This is an optimization exercise on Yosys and OpenROAD, whose aim is small area, a short achievable clock period and few clock cycles per item, not a production implementation. No activity file was given, so power comes from the tool's default toggle rates.

## the reference run
// feq_recip
module feq_recip (
    input  wire        clk,
    input  wire        rst,         
    input  wire        in_valid,
    output wire        in_ready,
    input  wire [15:0] a_raw,       
    input  wire [15:0] b_raw,       
    output reg         out_valid,
    input  wire        out_ready,
    output wire [31:0] out_re,      
    output wire [31:0] out_im,      
    output reg  [3:0]  out_sh,      
    output reg         out_dead
);
clock: 12.0 ns
lec_check: 0
cap_margin: 20
core_margin: 2
core_utilization: 40
slew_margin: 20
synth_hierarchical: 0
standard.sh (not shown) runs the stock make flow with config.mk's settings and CLKGATE_MAP_FILE= SYNTH_SCRIPT=/design/flow/synth_recipe.tcl, a recipe that flattens the netlist after the stock synthesis.
==> flow/flow/run.sh <==
#!/bin/bash
# Standard ORFS layout, with timing repair asked to leave extra setup
# slack (the clock and constraints are the design's own).
set -euo pipefail
export SETUP_SLACK_MARGIN=${MARGIN:-7}
bash standard.sh > standard.log 2>&1 || { tail -50 standard.log; exit 1; }
### the reference run -> the trial run
--- a/flow/design.v
+++ b/flow/design.v
@@ -129,15 +129,15 @@
     wire [1:0]  dg  = ~t3[34] ? 2'd3 : ~t2[34] ? 2'd2 : ~t1[34] ? 2'd1 : 2'd0;
     wire [31:0] rem_n = ~t3[34] ? t3[31:0] : ~t2[34] ? t2[31:0] :
                         ~t1[34] ? t1[31:0] : y[31:0];
     wire [30:0] q_fin = {q_r, dg};
     reg  [30:0] q3;
     reg  [16:0] a3, b3;             
     reg         ap, bp;             
-    reg  [30:0] vr, vi;             
+    reg  [33:0] vr, vi;             
     reg         zr, zi;             
     reg  [2:0]  hr, hi;             
     reg  [3:0]  sh3;
     reg         dead3;
     wire s3_go = s3_busy & ((s3_cnt != 4'd0) | ~out_valid | out_ready);
     function [34:0] booth_q;        
         input [2:0]  dg;
@@ -151,20 +151,20 @@
             neg = (dg[2] & ~(dg[1] & dg[0])) ^ (flip & (one | two));
             m   = one ? {3'b000, x} : two ? {2'b00, x, 1'b0} : 34'd0;
             booth_q = {neg, neg ? ~m : m};
         end
     endfunction
     wire [34:0] tr = booth_q({a3[1:0], ap}, q3, 1'b0);
     wire [34:0] ti = booth_q({b3[1:0], bp}, q3, 1'b1);
-    wire [32:0] vr0 = (s3_cnt == 4'd0) ? 33'h0_0000_4000 : {{2{vr[30]}}, vr};
-    wire [32:0] vi0 = (s3_cnt == 4'd0) ? 33'h0_0000_4000 : {{2{vi[30]}}, vi};
-    wire [32:0] sr, si;             
+    wire [33:0] vr0 = (s3_cnt == 4'd0) ? 34'h0_0000_4000 : vr;
+    wire [33:0] vi0 = (s3_cnt == 4'd0) ? 34'h0_0000_4000 : vi;
+    wire [33:0] sr, si;
     wire        cr, ci;
-    pfx_add #(.W(33)) u_sr (.a(vr0), .b(tr[32:0]), .ci(tr[34]), .s(sr), .co(cr));
-    pfx_add #(.W(33)) u_si (.a(vi0), .b(ti[32:0]), .ci(ti[34]), .s(si), .co(ci));
+    pfx_add #(.W(34)) u_sr (.a(vr0), .b(tr[33:0]), .ci(tr[34]), .s(sr), .co(cr));
+    pfx_add #(.W(34)) u_si (.a(vi0), .b(ti[33:0]), .ci(ti[34]), .s(si), .co(ci));
     assign out_re = {vr[28:0], hr[2], hr[1], hr[0] & ~zr};
     assign out_im = {vi[28:0], hi[2], hi[1], hi[0] & ~zi};
     always @(posedge clk) begin
         if (rst)
             s1_busy <= 1'b0;
         else if (s1_load)
             s1_busy <= in_valid;
@@ -245,16 +245,16 @@
             a3     <= {a3[16], a3[16], a3[16:2]};
             b3     <= {b3[16], b3[16], b3[16:2]};
             ap     <= a3[1];
             bp     <= b3[1];
             s3_cnt <= s3_cnt + 4'd1;
         end
         if (s3_go) begin
-            vr <= sr[32:2];
-            vi <= si[32:2];
+            vr <= {sr[33], sr[33], sr[33:2]};
+            vi <= {si[33], si[33], si[33:2]};
             case (s3_cnt)
                 4'd0: begin
                     zr <= (sr[1:0] == 2'b00);
                     zi <= (si[1:0] == 2'b00);
                     out_sh   <= sh3;
                     out_dead <= dead3;
                 end
@@ -278,21 +278,22 @@
             out_valid <= 1'b0;
         else if (s3_go & (s3_cnt == 4'd8))
             out_valid <= 1'b1;
         else if (out_ready)
             out_valid <= 1'b0;
     end
 endmodule
-module pfx_add #(parameter W = 32, parameter L = 6) (    
+module pfx_add #(parameter W = 32) (
     input  wire [W-1:0] a,
     input  wire [W-1:0] b,
     input  wire         ci,
     output wire [W-1:0] s,
     output wire         co
 );
+    localparam L = $clog2(W + 1);
     wire [W:0] G [0:L];
     wire [W:0] P [0:L];
     assign G[0] = {a & b, ci};
     assign P[0] = {a ^ b, 1'b0};
     genvar l, i;
     generate
         for (l = 0; l < L; l = l + 1) begin : lv
Notes after the runs:
The trial run reports a higher logic depth of the worst path, buffers included than the reference run does.
Between the trial run and the reference run, the share of synthesized cell area in full adder, half adder and majority cells does not differ in any meaningful way.
Lower final critical delay including setup and external delays among the trial run and the reference run: the reference run
Changes observed in the trial run relative to the reference run: global-route usage saw a decrease; flip-flop and latch count saw an increase; worst IR drop on VDD saw a decrease; DRC marker count from the first detailed-route iteration saw a decrease.
Function was not checked in any run of this note: the RTL went through the layout flow alone.

-- afterwards: timing with drivers on the ports --
How much do the figures lean on ideal ports? The routed layouts below were timed once more, with nothing changed but the port constraints.
Step 1 assumes that a clkbuf_16 drives the clock port and a buf_2 every other input.
Step 2 also shifts input and output timing later by t, the mid clock arrival at the registers, as if the neighbouring blocks saw the same clock.
a / b / c = ideal ports / drivers / drivers and shift; a / b = the first two.
| run | shift t [ns] | slack for setup (ns) | hold WS [ns] | worst setup path after step 2 | pins driven straight from the clock port |
|---|---|---|---|---|---|
| the reference run | 0.661 | 7.226 / 7.160 / 7.142 | 0.415 / 0.415 / 0.415 | input to register | 1 |
| the trial run | 0.669 | 7.163 / 7.099 / 7.021 | 0.395 / 0.395 / 0.395 | input to register | 1 |
After both steps every run listed still meets setup and hold. The setup slack of the trial run, which loses most, moves by -0.064 ns with the drivers and by -0.142 ns with both steps.
